From an optimization exercise on the open Yosys and OpenROAD flow, aimed at small area, a short achievable clock period and few clock cycles per item; shortcuts taken in it are not production practice. At most, simulation tests tie the RTL to the original design; equivalence was not proved.

==> v33 <==
## sfl_frame_check
module sfl_frame_check (
    input  wire         clk,
    input  wire         rst,             
    input  wire         start,           
    input  wire [383:0] frame,           
    input  wire [31:0]  cid,
    input  wire [1:0]   conn_state,      
    input  wire [15:0]  last_seq,        
    input  wire [15:0]  connect_seq,     
    output wire         ready,
    output reg          done,
    output wire         accept,
    output wire         ok_a,
    output wire         ok_b,
    output reg          hdr_ok,
    output reg          seq_ok,
    output wire         restart,
    output wire [7:0]   lost,
    output wire [3:0]   conn,
    output wire [7:0]   kind,
    output wire [15:0]  seq,
    output wire [15:0]  echo
);
==> flow/config.mk <==
export PLATFORM = sky130hd
export DESIGN_NAME = sfl_frame_check
export DESIGN_NICKNAME = sfl_frame_check
export VERILOG_FILES = /design/flow/design.v
export SDC_FILE = /design/flow/constraint.sdc
export NUM_CORES = 4
export LEC_CHECK = 0
export CAP_MARGIN = 20
export CORE_MARGIN = 2
export CORE_UTILIZATION = 40
export SLEW_MARGIN = 20
==> flow/constraint.sdc <==
create_clock -name core_clock -period 10.0 [get_ports {clk}]
set_input_delay 2.0000 -clock core_clock [delete_from_list [all_inputs] [get_ports {clk}]]
set_output_delay 2.0000 -clock core_clock [all_outputs]
set_load 0.01 [all_outputs]
standard.sh (not shown) runs the stock make flow with config.mk's settings and CLKGATE_MAP_FILE= SYNTH_SCRIPT=/design/flow/synth_recipe.tcl, a recipe that flattens the netlist after the stock synthesis.
==> flow/flow/run.sh <==
#!/bin/bash
set -euo pipefail
MARGIN="${FLOW_SETUP_MARGIN:-7}"
bash standard.sh finish \
  "BUFFER_PORTS_ARGS=-buffer_cell sky130_fd_sc_hd__buf_1" \
  "SETUP_SLACK_MARGIN=${MARGIN}" > flow_make.log 2>&1
==> v35: changes against v33 <==
--- a/flow/design.v
+++ b/flow/design.v
@@ -5,17 +5,17 @@
     input  wire [383:0] frame,           
     input  wire [31:0]  cid,
     input  wire [1:0]   conn_state,      
     input  wire [15:0]  last_seq,        
     input  wire [15:0]  connect_seq,     
     output wire         ready,
     output reg          done,
-    output wire         accept,
-    output wire         ok_a,
-    output wire         ok_b,
+    output reg          accept,
+    output reg          ok_a,
+    output reg          ok_b,
     output reg          hdr_ok,
     output reg          seq_ok,
     output wire         restart,
     output wire [7:0]   lost,
     output wire [3:0]   conn,
     output wire [7:0]   kind,
     output wire [15:0]  seq,
@@ -188,11 +188,15 @@
     reg [7:0] lost_r;
     always @(posedge clk) begin
         if (ph[1]) begin
             seq_ok <= seq_chk;
             lost_r <= seq_lost;
         end
     end
-    assign ok_a   = (crc_a == RES_A);
-    assign ok_b   = (crc_b == RES_B);
-    assign accept = ok_a & ok_b & hdr_ok & seq_ok;
+    wire fin_a = (upd_a == RES_A);
+    wire fin_b = (upd_b == RES_B);
+    always @(posedge clk) begin
+        ok_a   <= fin_a;
+        ok_b   <= fin_b;
+        accept <= fin_a & fin_b & hdr_ok & ~pad_bad & seq_ok;
+    end
 endmodule
==> flow/run.sh (new file) <==
#!/bin/bash
# synth_recipe.tcl (not shown) runs the flow's synth.tcl, then flattens the netlist and writes it again
# the make line also repeats each setting of config.mk as NAME=value (left out here)
make -C /OpenROAD-flow-scripts/flow DESIGN_CONFIG=/design/flow/config.mk WORK_HOME=/design/flow/orfs CLKGATE_MAP_FILE= SYNTH_SCRIPT=/design/flow/synth_recipe.tcl finish
ABC_CLOCK_PERIOD_IN_PS = 3000   (was not set)
SETUP_SLACK_MARGIN = 5   (was not set)
removed: flow/flow/run.sh
removed: flow/standard.sh
==> flow_summary.ini <==
[sta]
clock.fmax_mhz = 195
worst_slack_ps = 4870

[critical_path]
arrival_ps = 5610
cp_slowest_cell = xnor2_1
endpoint_kind = register

[clock_tree]
insertion_delay_ps = 600
postCtsSetupBuffers = 0
clkSinkCount = 217

[run_status]
status = timing/DRC/antenna clean

[synth]
synth.net_count = 3008
syn_area_sq_um = 24500
post_synth_mux_area_share_pct = 4.19

[grt]
met3_usage_pct = 9.36

[floorplan]
fp.dieW_um = 252

[finish]
drive_gt1_share_pct = 8.13

[detailed_routing]
drt_iter0_markers = 3096
That was v35.
==> flow_summary.ini <==
[critical_path]
rrSetupSlack_ps = 6850
cp_slowest_cell = dfxtp_2
rr_startpoint = chunk[51]$_DFF_P_
endpoint_kind = output pin
arrival_ps = 2460

[synth]
async_reset_ff_share_pct = 0
post_synth_mux_area_share_pct = 4.04

[clock_tree]
clkSinkCount = 214
insertion_delay_ps = 590

[sta]
worst_slack_ps = 5540
clock.fmax_mhz = 224

[grt]
grt_pass1_vias = 20700
met3_usage_pct = 8.77

[floorplan]
fp.dieW_um = 247

[detailed_routing]
drt_iter0_markers = 3476

[finish]
drive_gt1_share_pct = 20.6

[run_status]
status = timing/DRC/antenna clean
That was v33.
No run of this note included a check of the RTL's function; only the layout flow was run.


==> job 867 <==
Another version of the RTL of sfl_frame_check (not shown whole).
clock: 10.0 ns
lec_check: 0
cap_margin: 20
core_margin: 2
core_utilization: 35
slew_margin: 20
tns_end_percent: 0
==> flow/flow/run.sh <==
#!/bin/bash
set -euo pipefail
bash standard.sh finish \
  "BUFFER_PORTS_ARGS=-buffer_cell sky130_fd_sc_hd__buf_2" \
  "SETUP_SLACK_MARGIN=6" > flow_make.log 2>&1
==> job 2397 (differences from job 867) <==
==> flow/flow/run.sh (replaced) <==
#!/bin/bash
set -euo pipefail
bash standard.sh finish \
  "BUFFER_PORTS_ARGS=-buffer_cell sky130_fd_sc_hd__buf_2" \
  "SETUP_SLACK_MARGIN=7" > flow_make.log 2>&1
CORE_UTILIZATION = 30   (was 35)
==> job 9656 (differences from job 867) <==
==> flow/flow/run.sh (replaced) <==
#!/bin/bash
set -euo pipefail
MARGIN="${FLOW_SETUP_MARGIN:-6}"
bash standard.sh finish \
  "BUFFER_PORTS_ARGS=-buffer_cell sky130_fd_sc_hd__buf_1" \
  "SETUP_SLACK_MARGIN=${MARGIN}" > flow_make.log 2>&1
CORE_UTILIZATION = 30   (was 35)
==> notes.md <==
| metric | job 867 | job 9656 | job 2397 |
|---|---|---|---|
| Result of the run | finished clean | finished clean | finished clean |
| Worst Max-Slew Pin Slew | 1330 ps | 1200 ps | 1310 ps |
| Multi-input gate share of the layout cell area | 73.9% | 75.0% | 72.7% |
| Met3 wire length | 27900 um | 24400 um | 24500 um |
| Post-placement cell area | 26200 um2 | 25900 um2 | 26500 um2 |
| Via total after detailed routing | 25.1k | 24.6k | 24.7k |
| Skew-Pair Late Insertion Delay | 410 ps | 400 ps | 400 ps |
| Die outline area | 64200 um2 | 74800 um2 | 74800 um2 |
| First DRT Iteration DRCs | 4573 | 4264 | 4148 |
| Reg2reg end | crc_b[26] | crc_b[7] | crc_a[11] |
| Final-layout fill cell count | 6149 | 7489 | 7319 |
| Post-route standard cell area excluding fillers | 29600 um2 | 29200 um2 | 31300 um2 |
| Total routed wirelength | 184000 um | 193000 um | 193000 um |
| Number of antenna violations at the first check in global routing | 12 | 15 | 19 |
Testbench counts of job 867, summed over its fixed seeds: cycles 16,000, frames 3,200.
Testbench counts of job 2397, summed over its fixed seeds: cycles 16,000, frames 3,200.
Testbench counts of job 9656, summed over its fixed seeds: cycles 16,000, frames 3,200.

==> re-timing with driven ports <==
The flow's constraints put no driver on any port. The routed layouts listed below were extracted and timed again, unchanged, in two steps. Step 1 (the two cells are an assumption about what drives the block):
set clk [get_ports {clk}]
set_driving_cell -lib_cell sky130_fd_sc_hd__clkbuf_16 $clk
set_driving_cell -lib_cell sky130_fd_sc_hd__buf_2 [delete_from_list [all_inputs] $clk]
Step 2 times the ports against the registers' clock, not the clock port: input delays grow and output delays shrink by t, the midpoint of the rising clock arrivals with the driver on. a / b / c = ideal / step 1 / step 2; a / b = the first two.
run | t, ns | slack for setup (ns) | hold WS [ns] | latest minus earliest clock arrival (ns) | worst slew at a driven data input, ns
v33 | 0.625 | 5.538 / 5.490 / 6.115 | 0.487 / 0.487 / 0.487 | 0.019 / 0.020 | 0.09
v35 | 0.656 | 4.875 / 4.875 / 4.875 | 0.483 / 0.483 / 0.483 | 0.033 / 0.034 | 0.07
job 867 | 0.463 | 5.060 / 5.083 / 4.620 | 0.684 / 0.684 / 0.684 | 0.015 / 0.015 | 0.47
job 2397 | 0.465 | 5.237 / 5.230 / 4.797 | 0.703 / 0.703 / 0.703 | 0.020 / 0.020 | 0.24
job 9656 | 0.468 | 5.009 / 5.048 / 4.580 | 0.681 / 0.681 / 0.681 | 0.015 / 0.016 | 0.19
After both steps every run listed still meets setup and hold.
